Source: an optimization exercise on an open RTL-to-GDS flow (aim: small area, a short achievable clock period and few clock cycles per item). Production flows keep margins and buffers that such runs may drop. RTL that was checked went through simulation tests only; none was proved equivalent to the original.

==> trial 52: inputs <==
Design gst_ecc, start of the top module:
module gst_ecc (
    input  wire        clk,
    input  wire        rst,
    input  wire        req_valid,
    output wire        req_ready,
    input  wire [1:0]  req_op,        
    input  wire [33:0] req_addr,      
    input  wire [31:0] req_origin,
    input  wire [79:0] req_cw,        
    input  wire [63:0] req_wdata,     
    input  wire [7:0]  req_wmask,     
    output reg         rsp_valid,
    input  wire        rsp_ready,
    output wire [63:0] rsp_data,
    output wire        rsp_wr,
    output wire [79:0] rsp_cw,
    output wire [1:0]  rsp_weight,    
    output wire        rsp_poison,
    input  wire        stat_clr,      
    input  wire [1:0]  log_clr,       
    output wire [63:0] eccstat,
    output wire [63:0] ecclog,
    output wire [31:0] eccorg
);
Settings: LEC_CHECK=0, CAP_MARGIN=20, CORE_MARGIN=2, CORE_UTILIZATION=40, SLEW_MARGIN=20; clock period 25.0 ns.
standard.sh (not shown) runs the stock make flow with config.mk's settings and CLKGATE_MAP_FILE= SYNTH_SCRIPT=/design/flow/synth_recipe.tcl, a recipe that flattens the netlist after the stock synthesis.
==> flow/flow/run.sh <==
#!/bin/bash
# The standard layout, with the ports buffered by the smallest buffer
# (sky130_fd_sc_hd__buf_1) instead of the default delay buffer.
set -euo pipefail
bash standard.sh "BUFFER_PORTS_ARGS=-buffer_cell sky130_fd_sc_hd__buf_1" finish > standard_flow.log 2>&1
==> build 64: changes against trial 52 <==
==> flow/flow/run.sh (replaced) <==
#!/bin/bash
# The standard layout, with the ports buffered by the smallest buffer
# (sky130_fd_sc_hd__buf_1) instead of the default delay buffer, and timing
# repair aiming 14 ns below the clock period.
set -euo pipefail
bash standard.sh "BUFFER_PORTS_ARGS=-buffer_cell sky130_fd_sc_hd__buf_1" SETUP_SLACK_MARGIN=14 finish > standard_flow.log 2>&1
CORE_UTILIZATION = 60   (was 40)
PLACE_DENSITY = 0.72   (was default)
==> trial 93: changes against trial 52 <==
==> flow/flow/run.sh (replaced) <==
#!/bin/bash
# The standard layout, with the ports buffered by the smallest buffer
# (sky130_fd_sc_hd__buf_1) instead of the default delay buffer, and timing
# repair aiming 15 ns below the clock period.
set -euo pipefail
bash standard.sh "BUFFER_PORTS_ARGS=-buffer_cell sky130_fd_sc_hd__buf_1" SETUP_SLACK_MARGIN=15 finish > standard_flow.log 2>&1
==> impl_metrics.ini <==
[timing]
whs_ns = 0.454
slew_headroom = 0.281

[outcome]
status = timing/DRC/antenna clean

[worst_setup_path]
critPathRequiredTime_ns = 25.26
(the above is from trial 52)
==> impl_metrics.ini <==
[outcome]
status = timing/DRC/antenna clean

[worst_setup_path]
critPathRequiredTime_ns = 25.32

[timing]
slew_headroom = 0.279

[layout]
buffers = 559

[floorplanning]
die_area_sq_mm = 0.0405
(the above is from build 64)
==> impl_metrics.ini <==
[outcome]
status = timing/DRC/antenna clean

[layout]
syn_to_final_growth_pct = 38.2

[timing]
whs_ns = 0.453
slew_headroom = 0.244

[worst_setup_path]
critPathRequiredTime_ns = 25.27
(the above is from trial 93)
Testbench counts of trial 52, summed over its fixed seeds: cycles 12,008, items 12,000.
Testbench counts of build 64, summed over its fixed seeds: cycles 12,008, items 12,000.
Testbench counts of trial 93, summed over its fixed seeds: cycles 12,008, items 12,000.

---

==> v19: inputs <==
Another version of the RTL of gst_ecc (not shown whole).
Design gst_ecc, start of the top module:
module gst_ecc (
    input  wire        clk,
    input  wire        rst,
    input  wire        req_valid,
    output wire        req_ready,
    input  wire [1:0]  req_op,        
    input  wire [33:0] req_addr,      
    input  wire [31:0] req_origin,
    input  wire [79:0] req_cw,        
    input  wire [63:0] req_wdata,     
    input  wire [7:0]  req_wmask,     
    output reg         rsp_valid,
    input  wire        rsp_ready,
    output wire [63:0] rsp_data,
    output wire        rsp_wr,
    output wire [79:0] rsp_cw,
    output wire [1:0]  rsp_weight,    
    output wire        rsp_poison,
    input  wire        stat_clr,      
    input  wire [1:0]  log_clr,       
    output wire [63:0] eccstat,
    output wire [63:0] ecclog,
    output wire [31:0] eccorg
);
clock: 25.0 ns
lec_check: 0
cap_margin: 20
core_margin: 2
core_utilization: 60
cts_cluster_diameter: 60
cts_cluster_size: 24
place_density: 0.72
slew_margin: 20
==> flow/flow/run.sh <==
#!/bin/bash
# The standard layout, with the ports buffered by the smallest buffer
# (sky130_fd_sc_hd__buf_1) instead of the default delay buffer, and timing
# repair aiming 14.25 ns below the clock period.
set -euo pipefail
bash standard.sh "BUFFER_PORTS_ARGS=-buffer_cell sky130_fd_sc_hd__buf_1" SETUP_SLACK_MARGIN=14.25 finish > standard_flow.log 2>&1
==> v34 (differences from v19) <==
--- a/flow/design.v
+++ b/flow/design.v
@@ -255,19 +255,18 @@
     reg        q_s1z, q_cz, q_fue, q_par, q_pr;
     reg        q_w, q_m, q_s;
     reg [33:0] q_addr;
     reg [31:0] q_origin;
     wire load = !rsp_valid || rsp_ready;
     assign req_ready = load;
-    wire take = req_valid && load;     
     always @(posedge clk) begin
         if (rst)
             rsp_valid <= 1'b0;
         else if (load)
             rsp_valid <= req_valid;
-        if (take) begin
+        if (load) begin
             q_x      <= xm;
             q_kmask  <= kmask;
             x1       <= x1n;
             x2       <= x2n;
             q_s1z    <= s1z;
             q_cz     <= cz;
==> flow/flow/run.sh (replaced) <==
#!/bin/bash
# The standard layout, with the ports buffered by the smallest buffer
# (sky130_fd_sc_hd__buf_1) instead of the default delay buffer, and timing
# repair aiming 14 ns below the clock period.
set -euo pipefail
bash standard.sh "BUFFER_PORTS_ARGS=-buffer_cell sky130_fd_sc_hd__buf_1" SETUP_SLACK_MARGIN=14 finish > standard_flow.log 2>&1
==> v22 (differences from v19) <==
--- a/flow/design.v
+++ b/flow/design.v
@@ -255,19 +255,18 @@
     reg        q_s1z, q_cz, q_fue, q_par, q_pr;
     reg        q_w, q_m, q_s;
     reg [33:0] q_addr;
     reg [31:0] q_origin;
     wire load = !rsp_valid || rsp_ready;
     assign req_ready = load;
-    wire take = req_valid && load;     
     always @(posedge clk) begin
         if (rst)
             rsp_valid <= 1'b0;
         else if (load)
             rsp_valid <= req_valid;
-        if (take) begin
+        if (load) begin
             q_x      <= xm;
             q_kmask  <= kmask;
             x1       <= x1n;
             x2       <= x2n;
             q_s1z    <= s1z;
             q_cz     <= cz;
==> flow/flow/run.sh (replaced) <==
#!/bin/bash
# The standard layout, with the ports buffered by the smallest buffer
# (sky130_fd_sc_hd__buf_1) instead of the default delay buffer, and timing
# repair aiming 14.5 ns below the clock period.
set -euo pipefail
bash standard.sh "BUFFER_PORTS_ARGS=-buffer_cell sky130_fd_sc_hd__buf_1" SETUP_SLACK_MARGIN=14.5 finish > standard_flow.log 2>&1
==> comparison <==
Cell count: v19 is smaller than v22 (3.4%).
In critical path depth, v22 and v34 do not differ.
Of v19 and v34, v34 has the higher routed wire length (gap about 1.4%, measured against v34).
==> figures <==
| quantity | v19 | v34 | v22 |
|---|---|---|---|
| Final cell count without fillers | 3425 | 3488 | 3546 |
| Post-Route Skew | 0.0290 ns | 0.0150 ns | 0.0133 ns |
| Floorplan core area | 38500 µm² | 38600 µm² | 38600 µm² |
| Post-detailed-route wirelength per cell | 22.8 µm | 22.7 µm | 23.1 µm |
| Metal1 wirelength | 30000 µm | 31000 µm | 31000 µm |
| Post-CTS setup repair buffer count | 10 | 17 | 46 |
| Run status | finished clean | finished clean | finished clean |
| Initial standard-cell utilization of the core | 60.4% | 60.9% | 60.9% |
| Antenna violations before repair | 4 | 4 | 2 |
| Post-Syn Area per Cell | 9.31 µm² | 9.21 µm² | 9.21 µm² |
| Die extent in x | 201 µm | 202 µm | 202 µm |
Testbench counts of v19, summed over its fixed seeds: cycles 12,008, items 12,000.
Testbench counts of v34, summed over its fixed seeds: cycles 12,008, items 12,000.
Testbench counts of v22, summed over its fixed seeds: cycles 12,008, items 12,000.

---

==> inputs of v36 <==
Another version of the RTL of gst_ecc (not shown whole).
Settings: LEC_CHECK=0, CAP_MARGIN=20, CORE_MARGIN=2, CORE_UTILIZATION=60, PLACE_DENSITY=0.72, SLEW_MARGIN=20; clock period 25.0 ns.
==> flow/flow/run.sh <==
#!/bin/bash
# The standard layout, with the ports buffered by the smallest buffer
# (sky130_fd_sc_hd__buf_1) instead of the default delay buffer, and timing
# repair aiming 14 ns below the clock period.
set -euo pipefail
bash standard.sh "BUFFER_PORTS_ARGS=-buffer_cell sky130_fd_sc_hd__buf_1" SETUP_SLACK_MARGIN=14 finish > standard_flow.log 2>&1
==> inputs of v16, as changes to v36 <==
--- a/flow/design.v
+++ b/flow/design.v
@@ -203,14 +203,37 @@
     assign x1n[0] = xm_p[0] ^ xm_p[7] ^ xm_p[11];
     assign x1n[1] = xm_p[1] ^ xm_p[8] ^ xm_p[12];
     assign x1n[2] = xm_p[2] ^ xm_p[9];
     assign x1n[3] = xm_p[3] ^ xm_p[7] ^ xm_p[10] ^ xm_p[11];
     assign x1n[4] = xm_p[4] ^ xm_p[8] ^ xm_p[11] ^ xm_p[12];
     assign x1n[5] = xm_p[5] ^ xm_p[9] ^ xm_p[12];
     assign x1n[6] = xm_p[6] ^ xm_p[10];
+    wire [6:0] z1 = {z0[6:1], 1'b1};
+    wire [6:0] x2n;
+    wire [12:0] xn_p;
+    assign xn_p[0] = (s1[0] & z1[0]);
+    assign xn_p[1] = (s1[0] & z1[1]) ^ (s1[1] & z1[0]);
+    assign xn_p[2] = (s1[0] & z1[2]) ^ (s1[1] & z1[1]) ^ (s1[2] & z1[0]);
+    assign xn_p[3] = (s1[0] & z1[3]) ^ (s1[1] & z1[2]) ^ (s1[2] & z1[1]) ^ (s1[3] & z1[0]);
+    assign xn_p[4] = (s1[0] & z1[4]) ^ (s1[1] & z1[3]) ^ (s1[2] & z1[2]) ^ (s1[3] & z1[1]) ^ (s1[4] & z1[0]);
+    assign xn_p[5] = (s1[0] & z1[5]) ^ (s1[1] & z1[4]) ^ (s1[2] & z1[3]) ^ (s1[3] & z1[2]) ^ (s1[4] & z1[1]) ^ (s1[5] & z1[0]);
+    assign xn_p[6] = (s1[0] & z1[6]) ^ (s1[1] & z1[5]) ^ (s1[2] & z1[4]) ^ (s1[3] & z1[3]) ^ (s1[4] & z1[2]) ^ (s1[5] & z1[1]) ^ (s1[6] & z1[0]);
+    assign xn_p[7] = (s1[1] & z1[6]) ^ (s1[2] & z1[5]) ^ (s1[3] & z1[4]) ^ (s1[4] & z1[3]) ^ (s1[5] & z1[2]) ^ (s1[6] & z1[1]);
+    assign xn_p[8] = (s1[2] & z1[6]) ^ (s1[3] & z1[5]) ^ (s1[4] & z1[4]) ^ (s1[5] & z1[3]) ^ (s1[6] & z1[2]);
+    assign xn_p[9] = (s1[3] & z1[6]) ^ (s1[4] & z1[5]) ^ (s1[5] & z1[4]) ^ (s1[6] & z1[3]);
+    assign xn_p[10] = (s1[4] & z1[6]) ^ (s1[5] & z1[5]) ^ (s1[6] & z1[4]);
+    assign xn_p[11] = (s1[5] & z1[6]) ^ (s1[6] & z1[5]);
+    assign xn_p[12] = (s1[6] & z1[6]);
+    assign x2n[0] = xn_p[0] ^ xn_p[7] ^ xn_p[11];
+    assign x2n[1] = xn_p[1] ^ xn_p[8] ^ xn_p[12];
+    assign x2n[2] = xn_p[2] ^ xn_p[9];
+    assign x2n[3] = xn_p[3] ^ xn_p[7] ^ xn_p[10] ^ xn_p[11];
+    assign x2n[4] = xn_p[4] ^ xn_p[8] ^ xn_p[11] ^ xn_p[12];
+    assign x2n[5] = xn_p[5] ^ xn_p[9] ^ xn_p[12];
+    assign x2n[6] = xn_p[6] ^ xn_p[10];
     wire s1z = (s1 == 7'd0);
     wire cz  = (t == 7'd1);
     wire fue = s1z ? (s3 != 7'd0) : (!cz && (par || !t[0]));
     wire is_w = (req_op == 2'd0);
     wire is_m = (req_op == 2'd2);
     wire is_s = (req_op == 2'd3);
     wire [7:0] kmask = is_w ? 8'hFF : is_m ? req_wmask : 8'h00;
@@ -218,44 +241,43 @@
     integer bi;
     always @(*) begin
         for (bi = 0; bi < 8; bi = bi + 1)
             xm[8*bi +: 8] = kmask[bi] ? req_wdata[8*bi +: 8] : req_cw[14 + 8*bi +: 8];
     end
     reg [63:0] q_x;
     reg [7:0]  q_kmask;
-    reg [6:0]  x1, q_s1;
+    reg [6:0]  x1, x2;
     reg        q_s1z, q_cz, q_fue, q_par, q_pr;
     reg        q_w, q_m, q_s;
     reg [33:0] q_addr;
     reg [31:0] q_origin;
     wire load = !rsp_valid || rsp_ready;
     assign req_ready = load;
     always @(posedge clk) begin
         if (rst)
             rsp_valid <= 1'b0;
         else if (load)
             rsp_valid <= req_valid;
         if (load) begin
             q_x      <= xm;
             q_kmask  <= kmask;
-            x1       <= fue ? 7'd0 : x1n;
-            q_s1     <= fue ? 7'd0 : s1;
+            x1       <= x1n;
+            x2       <= x2n;
             q_s1z    <= s1z;
             q_cz     <= cz;
             q_fue    <= fue;
             q_par    <= par;
             q_pr     <= req_cw[78];
             q_w      <= is_w;
             q_m      <= is_m;
             q_s      <= is_s;
             q_addr   <= req_addr;
             q_origin <= req_origin;
         end
     end
-    wire [6:0] x2 = x1 ^ q_s1;
     wire       v1, p1;
     wire [127:0] v1_tab0 = 128'h341efc53e5ef4f6366edbbb9ab551f7e;
     assign v1 = {v1_tab0[x1]};
     wire [127:0] p1_tab0 = 128'h00000000000040000000000000000000;
     assign p1 = {p1_tab0[x1]};
     wire       v2, p2;
     wire [127:0] v2_tab0 = 128'h341efc53e5ef4f6366edbbb9ab551f7e;
@@ -267,16 +289,16 @@
     wire       pz = !ue && (q_pr ^ p1 ^ p2);
     assign rsp_weight = q_w ? 2'd0 : ue ? 2'd3 : w;
     assign rsp_poison = !q_w && pz;
     assign rsp_wr     = q_w || q_m || (q_s && !pz && (ue || w != 2'd0));
     wire   enc_p      = (q_m && (ue || pz)) || (q_s && ue);
     wire   q_report   = !q_w && !(q_s && pz);
     wire   q_scrub    = q_s;
-    wire       v1n = v1 || q_cz;
-    wire       v2n = v2;
+    wire       v1n = (v1 || q_cz) && !q_fue;
+    wire       v2n = v2 && !q_fue;
     reg [63:0] en;
     integer bj;
     always @(*) begin
         for (bj = 0; bj < 8; bj = bj + 1)
             en[8*bj +: 8] = {8{!q_kmask[bj]}};
     end
     wire [63:0] h1, h2;
- CTS_CLUSTER_DIAMETER: unset -> 60
- CTS_CLUSTER_SIZE: unset -> 24
==> inputs of v23, as changes to v36 <==
--- a/flow/design.v
+++ b/flow/design.v
@@ -203,14 +203,15 @@
     assign x1n[0] = xm_p[0] ^ xm_p[7] ^ xm_p[11];
     assign x1n[1] = xm_p[1] ^ xm_p[8] ^ xm_p[12];
     assign x1n[2] = xm_p[2] ^ xm_p[9];
     assign x1n[3] = xm_p[3] ^ xm_p[7] ^ xm_p[10] ^ xm_p[11];
     assign x1n[4] = xm_p[4] ^ xm_p[8] ^ xm_p[11] ^ xm_p[12];
     assign x1n[5] = xm_p[5] ^ xm_p[9] ^ xm_p[12];
     assign x1n[6] = xm_p[6] ^ xm_p[10];
+    wire [6:0] x2n = x1n ^ s1;
     wire s1z = (s1 == 7'd0);
     wire cz  = (t == 7'd1);
     wire fue = s1z ? (s3 != 7'd0) : (!cz && (par || !t[0]));
     wire is_w = (req_op == 2'd0);
     wire is_m = (req_op == 2'd2);
     wire is_s = (req_op == 2'd3);
     wire [7:0] kmask = is_w ? 8'hFF : is_m ? req_wmask : 8'h00;
@@ -218,44 +219,43 @@
     integer bi;
     always @(*) begin
         for (bi = 0; bi < 8; bi = bi + 1)
             xm[8*bi +: 8] = kmask[bi] ? req_wdata[8*bi +: 8] : req_cw[14 + 8*bi +: 8];
     end
     reg [63:0] q_x;
     reg [7:0]  q_kmask;
-    reg [6:0]  x1, q_s1;
+    reg [6:0]  x1, x2;
     reg        q_s1z, q_cz, q_fue, q_par, q_pr;
     reg        q_w, q_m, q_s;
     reg [33:0] q_addr;
     reg [31:0] q_origin;
     wire load = !rsp_valid || rsp_ready;
     assign req_ready = load;
     always @(posedge clk) begin
         if (rst)
             rsp_valid <= 1'b0;
         else if (load)
             rsp_valid <= req_valid;
         if (load) begin
             q_x      <= xm;
             q_kmask  <= kmask;
-            x1       <= fue ? 7'd0 : x1n;
-            q_s1     <= fue ? 7'd0 : s1;
+            x1       <= x1n;
+            x2       <= x2n;
             q_s1z    <= s1z;
             q_cz     <= cz;
             q_fue    <= fue;
             q_par    <= par;
             q_pr     <= req_cw[78];
             q_w      <= is_w;
             q_m      <= is_m;
             q_s      <= is_s;
             q_addr   <= req_addr;
             q_origin <= req_origin;
         end
     end
-    wire [6:0] x2 = x1 ^ q_s1;
     wire       v1, p1;
     wire [127:0] v1_tab0 = 128'h341efc53e5ef4f6366edbbb9ab551f7e;
     assign v1 = {v1_tab0[x1]};
     wire [127:0] p1_tab0 = 128'h00000000000040000000000000000000;
     assign p1 = {p1_tab0[x1]};
     wire       v2, p2;
     wire [127:0] v2_tab0 = 128'h341efc53e5ef4f6366edbbb9ab551f7e;
@@ -267,16 +267,16 @@
     wire       pz = !ue && (q_pr ^ p1 ^ p2);
     assign rsp_weight = q_w ? 2'd0 : ue ? 2'd3 : w;
     assign rsp_poison = !q_w && pz;
     assign rsp_wr     = q_w || q_m || (q_s && !pz && (ue || w != 2'd0));
     wire   enc_p      = (q_m && (ue || pz)) || (q_s && ue);
     wire   q_report   = !q_w && !(q_s && pz);
     wire   q_scrub    = q_s;
-    wire       v1n = v1 || q_cz;
-    wire       v2n = v2;
+    wire       v1n = (v1 || q_cz) && !q_fue;
+    wire       v2n = v2 && !q_fue;
     reg [63:0] en;
     integer bj;
     always @(*) begin
         for (bj = 0; bj < 8; bj = bj + 1)
             en[8*bj +: 8] = {8{!q_kmask[bj]}};
     end
     wire [63:0] h1, h2;
- CTS_CLUSTER_DIAMETER: unset -> 60
- CTS_CLUSTER_SIZE: unset -> 24
==> qor summary <==
|  | v23 | v16 | v36 |
|---|---|---|---|
| Result of the run | timing/DRC/antenna clean | timing/DRC/antenna clean | timing/DRC/antenna clean |
| TritonCTS Buffers | 23 | 20 | 29 |
| Share of the final layout cell area in multi-input gates | 0.552 | 0.553 | 0.551 |
| Total Nets Final | 3139 | 3162 | 3200 |
| Data arrival time of the critical path | 11270 ps | 11350 ps | 11320 ps |
| Post-Route Skew | 34.1 ps | 19.9 ps | 15.8 ps |
| Number of vias in the routed layout | 20500 | 20600 | 20900 |
| Pre-CTS setup slack | 12010 ps | 12490 ps | 12200 ps |
| Share of post-route cells with drive strength above 1 | 0.108 | 0.140 | 0.141 |
| First-pass GRT wire length | 114000 µm | 118000 µm | 122000 µm |
| Non-clock buffer total of the final layout | 566 | 608 | 611 |
| Simple-gate share of the synthesized area | 0.137 | 0.140 | 0.149 |
| Tot GR Track Use | 0.380 | 0.384 | 0.395 |
| Most frequent CP cell | sky130_fd_sc_hd__xnor3_1 | sky130_fd_sc_hd__xnor3_1 | - |
| Total standard cell area after synthesis | 0.0231 mm² | 0.0232 mm² | 0.0231 mm² |
| Vias per inst | 5.99 | 5.97 | 6.00 |
No functional check of the RTL was part of any run of this note.

==> port drivers added, routing unchanged <==
Ports are ideal in the flow. The routed layouts listed here were re-timed in OpenROAD. Step 1 sets driving cells, clkbuf_16 on the clock port and buf_2 on the other inputs (assumed; they add their load-dependent delay and slew). Step 2 adds t to the input delays and takes it off the output delays; t is the mean of the earliest and latest rising clock arrival at the registers after step 1. Input paths then give back, and output paths get back, about the clock's delay inside the block. Three values: ideal ports, drivers, drivers and shift; two values: the first two.
| run | shift t [ns] | slack for setup (ns) | hold WS [ns] | worst setup path at the end |
|---|---|---|---|---|
| trial 52 | 0.592 | 12.749 / 12.782 / 12.190 | 0.454 / 0.454 / 0.454 | input to register |
| build 64 | 0.607 | 14.136 / 14.155 / 13.549 | 0.455 / 0.455 / 0.455 | input to register |
| trial 93 | 0.593 | 14.253 / 14.267 / 13.673 | 0.453 / 0.453 / 0.453 | input to register |
| v19 | 0.578 | 14.325 / 14.342 / 13.776 | 0.455 / 0.455 / 0.455 | input to register |
| v34 | 0.583 | 14.079 / 14.025 / 13.719 | 0.458 / 0.458 / 0.458 | input to register |
| v22 | 0.577 | 14.504 / 14.483 / 13.985 | 0.457 / 0.457 / 0.457 | input to register |
| v36 | 0.629 | 13.972 / 13.978 / 13.349 | 0.455 / 0.455 / 0.455 | input to register |
| v16 | 0.593 | 13.929 / 13.966 / 13.373 | 0.457 / 0.457 / 0.457 | input to register |
| v23 | 0.599 | 14.026 / 14.059 / 13.460 | 0.456 / 0.456 / 0.456 | input to register |
After both steps setup and hold are still met in every run listed. The setup slack of v36, which loses most, moves by +0.006 ns with the drivers and by -0.623 ns with both steps.
